From an optimization exercise on the open Yosys and OpenROAD flow, aimed at small area, a short achievable clock period and few clock cycles; shortcuts taken in it are not production practice.
Only the layout flow was run in this run; the RTL was not checked for function there.

$ cat flow/design.v
module cvu_crc_engine (
    input  wire        clk,
    input  wire        rst,
    output wire        ready,
    input  wire        start,
    input  wire [3:0]  preset,
    input  wire [6:0]  width,
    input  wire [63:0] poly,
    input  wire [63:0] init,
    input  wire [63:0] xorout,
    input  wire        refin,
    input  wire        refout,
    input  wire [24:0] length,
    input  wire [7:0]  control,
    input  wire [7:0]  checker_sel,
    input  wire [31:0] alive_ofs,
    input  wire [63:0] seed,
    input  wire [63:0] expect_val,
    output wire        in_ready,
    input  wire        in_valid,
    input  wire [31:0] in_data,
    input  wire        in_err,
    input  wire        alive_clr,
    input  wire [5:0]  alive_clr_id,
    output wire        done,
    output wire [63:0] result,
    output wire [7:0]  status,
    output wire [7:0]  alive
);
    localparam S_OK       = 3'd0;
    localparam S_MISMATCH = 3'd1;
    localparam S_REPEAT   = 3'd2;
    localparam S_STALE    = 3'd3;
    localparam S_FIELD    = 3'd4;
    localparam S_MEMORY   = 3'd6;
    integer i, j, n, k;
    reg [6:0]  p_w;
    reg [63:0] p_poly, p_init, p_xorout;
    reg        p_refin, p_refout;
    always @(*) begin
        p_w = width; p_poly = poly; p_init = init; p_xorout = xorout;
        p_refin = refin; p_refout = refout;
        case (preset)
            4'd1: begin p_w = 7'd32; p_poly = 64'h1EDC6F41; p_init = 64'hFFFFFFFF;
                        p_xorout = 64'hFFFFFFFF; p_refin = 1'b1; p_refout = 1'b1; end
            4'd2: begin p_w = 7'd16; p_poly = 64'h1021; p_init = 64'hFFFF;
                        p_xorout = 64'h0; p_refin = 1'b0; p_refout = 1'b0; end
            4'd3: begin p_w = 7'd32; p_poly = 64'h04C11DB7; p_init = 64'hFFFFFFFF;
                        p_xorout = 64'hFFFFFFFF; p_refin = 1'b1; p_refout = 1'b1; end
            4'd4: begin p_w = 7'd64; p_poly = 64'h42F0E1EBA9EA3693; p_init = 64'hFFFFFFFFFFFFFFFF;
                        p_xorout = 64'hFFFFFFFFFFFFFFFF; p_refin = 1'b1; p_refout = 1'b1; end
            4'd5: begin p_w = 7'd8; p_poly = 64'h2F; p_init = 64'hFF;
                        p_xorout = 64'hFF; p_refin = 1'b0; p_refout = 1'b0; end
            4'd6: begin p_w = 7'd15; p_poly = 64'h4599; p_init = 64'h0;
                        p_xorout = 64'h0; p_refin = 1'b0; p_refout = 1'b0; end
            4'd7: begin p_w = 7'd3; p_poly = 64'h3; p_init = 64'h0;
                        p_xorout = 64'h7; p_refin = 1'b0; p_refout = 1'b0; end
            4'd8: begin p_w = 7'd24; p_poly = 64'h864CFB; p_init = 64'hB704CE;
                        p_xorout = 64'h0; p_refin = 1'b0; p_refout = 1'b0; end
            default: ;
        endcase
    end
    wire [6:0] shw = 7'd64 - p_w;
    wire [63:0] in_mask = (p_w == 7'd64) ? {64{1'b1}} : ((64'd1 << p_w) - 64'd1);
    wire in_field_err = (control[7:6] != 2'b00) ||
                        (checker_sel[7:6] != 2'b00) ||
                        ((seed & ~in_mask) != 64'd0) ||
                        ((expect_val & ~in_mask) != 64'd0) ||
                        (control[4] && (alive_ofs >= {7'd0, length}));
    reg        busy;        
    reg        ph1, ph2;    
    reg        eok;         
    reg        fe;          
    reg        inr;         
    reg        allin;       
    reg        memerr;
    reg [5:0]  sh;          
    reg [1:0]  pad;         
    reg        d_refin, d_refl, d_partial, d_check, d_alive_en;
    reg [5:0]  d_chk;
    reg [22:0] cnt;         
    reg        tl;          
    reg [22:0] oc;          
    reg [2:0]  osel;        
    reg [3:0]  ctr;
    reg [63:0] crc;         
    reg [31:8] extra;       
    reg [63:0] pal;         
    reg [31:0] gs;          
    reg [63:0] ev;          
    reg [31:0] wd;          
    reg        wv;
    reg [31:8] prev;        
    reg        chk_valid_r;
    reg [3:0]  chk_last_r;
    reg        upd;
    reg [63:0] chk_valid;
    reg [3:0]  chk_last [0:63];
    reg        done_r;
    reg [63:0] result_r;    
    reg [2:0]  status_r;
    reg [7:0]  alive_r;
    assign ready    = ~busy;
    assign in_ready = inr & ~fe;
    assign done     = done_r;
    assign result   = result_r;
    assign status   = {5'd0, status_r};
    assign alive    = alive_r;
    function [63:0] rev64(input [63:0] x);
        integer q;
        for (q = 0; q < 64; q = q + 1) rev64[q] = x[63 - q];
    endfunction
    function [7:0] rev8(input [7:0] x);
        integer q;
        for (q = 0; q < 8; q = q + 1) rev8[q] = x[7 - q];
    endfunction
    reg [31:0] v, tt;
    reg [63:0] crc_step;
    always @(*) begin
        v = crc[63:32] ^ wd;        
        for (j = 0; j < 32; j = j + 1) begin
            tt[31 - j] = 1'b0;
            for (i = 0; i <= j; i = i + 1)
                tt[31 - j] = tt[31 - j] ^ (gs[j - i] & v[31 - i]);
        end
        crc_step = {crc[31:0], extra, 8'd0};
        for (j = 0; j < 32; j = j + 1)
            crc_step = crc_step ^ ({64{tt[31 - j]}} & (pal << (31 - j)));
    end
    wire [63:0] crc_next = wv ? crc_step : crc;
    wire [63:0] sha_in  = ph1 ? crc : ev;
    wire [63:0] sha_out = sha_in << sh;
    wire [95:0] sv96    = {sha_out, 32'd0} >> {pad, 3'b000};
    wire [63:0] shb_in  = ph1 ? pal : rev64(crc_next);
    wire [63:0] shb_out = shb_in << sh;
    reg [31:0] ff, gg, hh, gn;
    always @(*) begin
        ff[0] = 1'b1;
        for (k = 1; k < 32; k = k + 1) ff[k] = shb_out[64 - k];
        gg = 32'd1;
        for (n = 1; n < 32; n = n * 2) begin
            hh = 32'd0;
            for (i = 0; i < n; i = i + 1) hh[2 * i] = gg[i];
            gn = 32'd0;
            for (k = 0; k < 2 * n; k = k + 1)
                for (i = 0; i <= k; i = i + 2)
                    gn[k] = gn[k] ^ (ff[k - i] & hh[i]);
            gg = gn;
        end
    end
    wire take     = in_valid & inr & ~fe;
    wire last_bt  = (cnt == 23'd0) | ((cnt == 23'd1) & ~tl);
    reg [7:0]  wb [0:3];
    reg [31:0] wnew;
    always @(*) begin
        for (k = 0; k < 4; k = k + 1) begin
            case (pad)
                2'd0: wb[k] = in_data[8*k +: 8];
                2'd1: wb[k] = (k < 1) ? prev[8*(3+k) +: 8] : in_data[8*(k-1) +: 8];
                2'd2: wb[k] = (k < 2) ? prev[8*(2+k) +: 8] : in_data[8*(k-2) +: 8];
                default: wb[k] = (k < 3) ? prev[8*(1+k) +: 8] : in_data[8*(k-3) +: 8];
            endcase
            wnew[31 - 8*k -: 8] = d_refin ? rev8(wb[k]) : wb[k];
        end
    end
    wire [3:0] ctr_in = in_data[4*osel +: 4];
    wire refl_res  = d_refl;
    wire [63:0] res_val = (refl_res ? rev64(crc_next) : rev64(shb_out)) ^ result_r;
    wire mism      = d_check & (crc_next != ev);
    wire [3:0] delta = ctr - chk_last_r;
    wire fin_ok  = busy & eok & allin & ~memerr;
    wire fin_mem = busy & memerr;
    wire fin_fe  = busy & ph1 & fe;
    always @(posedge clk) begin
        if (rst) begin
            busy   <= 1'b0;
            ph1    <= 1'b0;
            ph2    <= 1'b0;
            eok    <= 1'b0;
            inr    <= 1'b0;
            fe     <= 1'b0;
            wv     <= 1'b0;
            memerr <= 1'b0;
            upd    <= 1'b0;
            done_r <= 1'b0;
            chk_valid <= 64'd0;
        end else begin
            done_r <= 1'b0;
            upd    <= 1'b0;
            ph1    <= 1'b0;
            ph2    <= ph1 & ~fe;
            if (ph2) eok <= 1'b1;
            if (upd) begin
                chk_valid[d_chk] <= 1'b1;
                chk_last[d_chk]  <= ctr;
            end
            if (start & ~busy) begin
                busy      <= 1'b1;
                ph1       <= 1'b1;
                eok       <= 1'b0;
                fe        <= in_field_err;
                inr       <= (length != 25'd0);
                allin     <= (length == 25'd0);
                memerr    <= 1'b0;
                sh        <= shw[5:0];
                pad       <= 2'd0 - length[1:0];
                d_refin   <= p_refin;
                d_refl    <= p_refout & ~control[2];
                d_partial <= control[2];
                d_check   <= control[0];
                d_alive_en<= control[4];
                d_chk     <= checker_sel[5:0];
                cnt       <= length[24:2];
                tl        <= (length[1:0] != 2'd0);
                oc        <= alive_ofs[24:2];
                osel      <= {alive_ofs[1:0], ~control[3]};
                crc       <= control[1] ? seed : p_init;
                pal       <= p_poly;
                ev        <= expect_val ^ (control[2] ? 64'd0 : p_xorout);
                result_r  <= control[2] ? 64'd0 : p_xorout;
                prev      <= 24'd0;
            end
            if (ph1) begin
                crc   <= sv96[95:32];
                extra <= sv96[31:8];
                pal   <= shb_out;
                gs    <= gg;
                chk_valid_r <= chk_valid[d_chk];
                chk_last_r  <= chk_last[d_chk];
            end
            if (ph2)
                ev <= d_refl ? rev64(ev) : sha_out;
            if (wv) begin
                crc   <= crc_step;
                extra <= 24'd0;
            end
            wv <= 1'b0;
            if (take) begin
                if (in_err) begin
                    memerr <= 1'b1;
                    inr    <= 1'b0;
                end else begin
                    wd   <= wnew;
                    wv   <= 1'b1;
                    prev <= in_data[31:8];
                    if (cnt != 23'd0) cnt <= cnt - 23'd1;
                    else              tl  <= 1'b0;
                    oc <= oc - 23'd1;
                    if (oc == 23'd0) ctr <= ctr_in;
                    if (last_bt) begin
                        inr   <= 1'b0;
                        allin <= 1'b1;
                    end
                end
            end
            if (fin_fe) begin
                busy     <= 1'b0;
                done_r   <= 1'b1;
                inr      <= 1'b0;
                result_r <= 64'd0;
                status_r <= S_FIELD;
                alive_r  <= 8'd0;
            end else if (fin_mem) begin
                busy     <= 1'b0;
                done_r   <= 1'b1;
                result_r <= 64'd0;
                status_r <= S_MEMORY;
                alive_r  <= 8'd0;
            end else if (fin_ok) begin
                busy     <= 1'b0;
                done_r   <= 1'b1;
                result_r <= res_val;
                if (mism) begin
                    status_r <= S_MISMATCH;
                    alive_r  <= d_alive_en ? {ctr, 4'd0} : 8'd0;
                end else if (!d_alive_en) begin
                    status_r <= S_OK;
                    alive_r  <= 8'd0;
                end else if (!chk_valid_r || delta == 4'd1) begin
                    status_r <= S_OK;
                    alive_r  <= {ctr, 4'd1};
                    upd      <= 1'b1;
                end else if (delta == 4'd0) begin
                    status_r <= S_REPEAT;
                    alive_r  <= {ctr, 4'd3};
                end else if (delta[3] == 1'b0) begin
                    status_r <= S_OK;
                    alive_r  <= {ctr, 4'd2};
                    upd      <= 1'b1;
                end else begin
                    status_r <= S_STALE;
                    alive_r  <= {ctr, 4'd3};
                end
            end
            if (alive_clr)
                chk_valid[alive_clr_id] <= 1'b0;
        end
    end
endmodule
$ cat flow/run.sh
#!/bin/bash
# synth_recipe.tcl (not shown) runs the flow's synth.tcl, then flattens the netlist and writes it again
# the make line also repeats each setting of config.mk as NAME=value (left out here)
make -C /OpenROAD-flow-scripts/flow DESIGN_CONFIG=/design/flow/config.mk WORK_HOME=/design/flow/orfs CLKGATE_MAP_FILE= SYNTH_SCRIPT=/design/flow/synth_recipe.tcl finish
$ cat flow/config.mk
export PLATFORM = sky130hd
export DESIGN_NAME = cvu_crc_engine
export DESIGN_NICKNAME = cvu_crc_engine
export VERILOG_FILES = /design/flow/design.v
export SDC_FILE = /design/flow/constraint.sdc
export NUM_CORES = 4
export LEC_CHECK = 0
export CAP_MARGIN = 20
export CORE_MARGIN = 2
export CORE_UTILIZATION = 30
export SETUP_SLACK_MARGIN = 0.5
export SLEW_MARGIN = 20
$ cat flow/constraint.sdc
create_clock -name core_clock -period 22.0 [get_ports {clk}]
set_input_delay 4.4000 -clock core_clock [delete_from_list [all_inputs] [get_ports {clk}]]
set_output_delay 4.4000 -clock core_clock [all_outputs]
set_load 0.01 [all_outputs]
==> impl_metrics.tcl <==
set metrics [dict create \
    outcome "complete, no violations" \
    yosysSeqAreaShare_pct 25.97 \
    worst_pin_slew_ns 1.375 \
    async_flop_share_pct 0 \
    core_um2 291100 \
    grt_pass1_vias 79432 \
    synthAdderAreaFrac_pct 0.8122 \
    syn_inst 10923 \
    rrSetupSlack_ns 9.21 \
    path_max_fanout 38 \
    synth-xor-area-share_pct 26.35 \
    cts_sinks 784 \
    start_util_pct 30.16 \
    fmax_mhz 69.49 \
    cp.arrival_ns 14.96 \
    yosys.area.top_type "edfxtp_1" \
    h-tree-depth 3 \
    synth-edff-count 710 \
    setup_ws_ns 7.609 \
    worst-r2r-cell-count 32 \
    worst_path_most_repeated_cell "nor2_1" \
    nets 11451 \
    synth-compound-area-share_pct 14.25 \
    post-route-drc-count 0 \
    synth_top_family_by_area "XOR/XNOR gates" \
    hold_path.class "flop to flop" \
    post-route-period-util_pct 65.41 \
    synth-main-ff-cell "edfxtp_1" \
    critical_path_class "primary input to flop" \
    netlist_area_um2 87810 \
    startpoint_type "primary input" \
    clock_skew_ns 0.07077 \
    drive_above_1_share_pct 7.319 \
    seqCellArea_um2 22810 \
    fillerInstances 30475 \
    setup_viol 0 \
    ant_nets 0 \
    synth-warning-count 2 \
    io_pins 533 \
    gp_congestion 1.079 \
    cts_tree "yes" \
    die_area_um2 297000 \
    finalSetupTns_ns 0 \
    cts.clk_slew.worst_paths_ns 0.07 \
    reg2reg_to "gs[30]" \
    gr-total-overflow 0 \
    synth_seq_cells 784 \
    critPathLaunch "preset[1]" \
    synth_cell_types 101 \
    synth_top_area_share_pct 24.28 \
    die_w_um 545.0 \
    wl_per_cell_um 32.11 \
    preCtsSetupSlack_ns 7.266 \
    cpLargestDelayFamily "simple AND/OR/NAND/NOR gates" \
    critPathCaptureType "flop" \
    cts_buffers 82 \
    rsz0062_at_grt "false" \
    crit_path_max_incr_delay_ns 0.96 \
    vias 88107 \
    grt_max_degree 148 \
    die_y_um 545.0 \
    post-route-min-period_ns 14.39 \
    min_from "fe" \
    endpoint "fe" \
    slowest_stage "a221oi_1" \
    rr_startpoint "gs[11]" \
    antenna_found_initial 42 \
    synthTopCellsByArea "edfxtp_1, xnor2_1, nand2_1, xnor3_1, nor2_1" \
    critPathRequiredTime_ns 22.57 \
    path_depth 27 \
    cts_root_buf "clkbuf_16" \
    cp.buffers_inverters 3 \
    clockBufferDepth 3 \
    grt_use_total_pct 31.18 \
    io_buffer_count 524 \
    synth-simple-area-share_pct 19.77 \
    worst_slew_margin_rel_pct 7.367 \
    dp_hpwl_mm 357.2 \
    cts_setup_buffers 0 \
    report.final.slew_viol_count 0 \
    area_growth_pct 13.66 \
    rows 198 \
    multiInputGateArea_um2 61320 \
    dr.pass1.iters 9 \
    vias_per_cell 5.900 \
    ctsHoldBuffers 0 \
    muxShareOfSynthArea_pct 8.062 \
    drtIter0Drc 14112 \
    grt_pass1_wl_mm 657.2 \
    drt_wl_total_mm 479.5 \
    syn_area_per_cell_um2 8.039 \
    hold_viol 0 \
    cts_resized 0 \
    clk_latency_ns 0.78 \
    maxCapViolCount 0 \
]
[worst min path at each step]
| stage | end | slack [ns] | cells past startpoint |
|---|---|---|---|
| 3_3_place_gp | eok | 0.48 | 2 |
| 6_report | ph2 | 0.49 | 1 |
| 4_1_cts | eok | 0.50 | 2 |
| 2_1_floorplan | ph2 | 0.44 | 1 |
| 3_5_place_dp | ph2 | 0.48 | 1 |
| 5_1_grt | eok | 0.52 | 2 |
[cells in the final DEF (no fill, tap or decap), types with 22 or more instances in the layout]
master,n
nand2_1,2586
a41oi_1,40
buf_4,298
a22oi_1,198
xnor3_1,197
ha_1,53
a21oi_1,497
and2_1,55
nor4_1,47
and3_1,36
clkbuf_16,82
clkdlybuf4s50_1,521
mux4_2,156
a211o_1,24
nor2_1,1143
mux2i_1,272
a31oi_1,57
xnor2_1,1568
xnor2_2,22
dfxtp_1,71
mux2_2,72
inv_1,107
or3_1,27
nor3_1,135
o221ai_1,30
xor2_1,459
o211ai_1,131
nand3_1,158
nand2b_1,41
o211a_1,23
o21ai_0,474
o22ai_1,55
a211oi_1,169
clkinv_1,32
edfxtp_1,710
[per-layer routing]
layer | GRT usage, % | vias to the layer above | share of wire, %
met1 | 40.23 | 42918 | 38
met4 | 21.23 | 34 | 8.5
li1 | - | 37382 | -
met5 | 0.3084 | - | 0.072
met3 | 8.367 | 1300 | 12
met2 | 45.15 | 6473 | 41
[per-stage QoR]
| stage | instances | utilization, % | hold WS (ns) | area [um^2] |
|---|---|---|---|---|
| floorplan | 10929 | - | 0.4357 | 87830 |
| global placement | 14761 | 33.33 | 0.4808 | 97020 |
| detailed placement | 14761 | 33.33 | 0.4816 | 97030 |
| CTS | 14911 | 34.26 | 0.4954 | 99720 |
| global route | 14920 | 34.27 | 0.5248 | 99760 |
| finish | 14934 | 34.28 | 0.4937 | 99800 |
[area by class of cell]
class	instances	share of cell area, %
Multi-Input combinational cell	9119	61.45
Sequential cell	784	22.86
Timing Repair Buffer	825	7.545
Tap cell	3900	4.890
Clock buffer	101	2.128
Clock inverter	49	0.5604
Inverter	135	0.5190
Antenna cell	21	0.05266
[cell families (layout without fill, tap and decap cells)]
kind of cell / Yosys count / count (layout)
mux: 503 / 503
simple gates: 4325 / 4325
fa+ha+maj: 57 / 57
xor+xnor: 2284 / 2284
flops: 784 / 784
buf+inv: 1026 / 1110
compound gates: 1943 / 1943
other cells: 1 / 28
[flip-flops by register name, indices dropped and copies added (netlist names), 23 cells and up]
name       flops
chk_valid     64
chk_last     256
ev            64
pal           64
crc           64
gs            31
prev          24
wd            32
cnt           23
extra         24
result_r      64
oc            23
[synth_stat cells (13+ instances only)]
library cell  count
nor3_1          139
a22o_1           13
a221o_1          19
a41oi_1          40
nand2_1        2587
o21ai_0         489
o211a_1          23
xnor3_1         207
a21boi_0         17
a211o_1          24
a21oi_1         501
clkinv_1         17
a22oi_1         198
o21a_1           16
buf_1           144
a21o_1           14
buf_2           115
xor2_1          464
nand2b_1         41
a211oi_1        170
inv_1           113
edfxtp_1        710
or2_2            20
buf_4            42
nor4_1           47
o211ai_1        131
nand3_1         158
xnor2_2          13
or3_1            27
nor2_1         1156
nor2b_1          18
mux2i_1         273
mux2_2           72
a221oi_1         17
and3_1           36
dfxtp_1          74
o221ai_1         30
nand4_1          14
and2_1           56
a31oi_1          60
xnor2_1        1584
ha_1             53
o22ai_1          55
clkbuf_1        584
mux4_2          156

-- what the ideal ports hide --
The results above use ideal ports. As a check the final layout listed here was re-extracted and re-timed, cells and wires unchanged. Step 1: set_driving_cell puts a clkbuf_16 on clk and a buf_2 on each other input, an assumption about the parent block. Step 2 times the ports against the registers' clock, not the clock port: input delays grow and output delays shrink by t, the midpoint of the rising clock arrivals with the driver on. Three values: ideal ports, drivers, drivers and shift; two values: the first two.
t (ns): 0.829
slack for setup (ns): 7.609 / 7.667 / 6.838
worst setup path after step 2: input to register
worst register clock-pin slew, ns: 0.08 / 0.08
After both steps this run still meets setup and hold. The setup slack of this run moves by +0.058 ns with the drivers and by -0.771 ns with both steps.
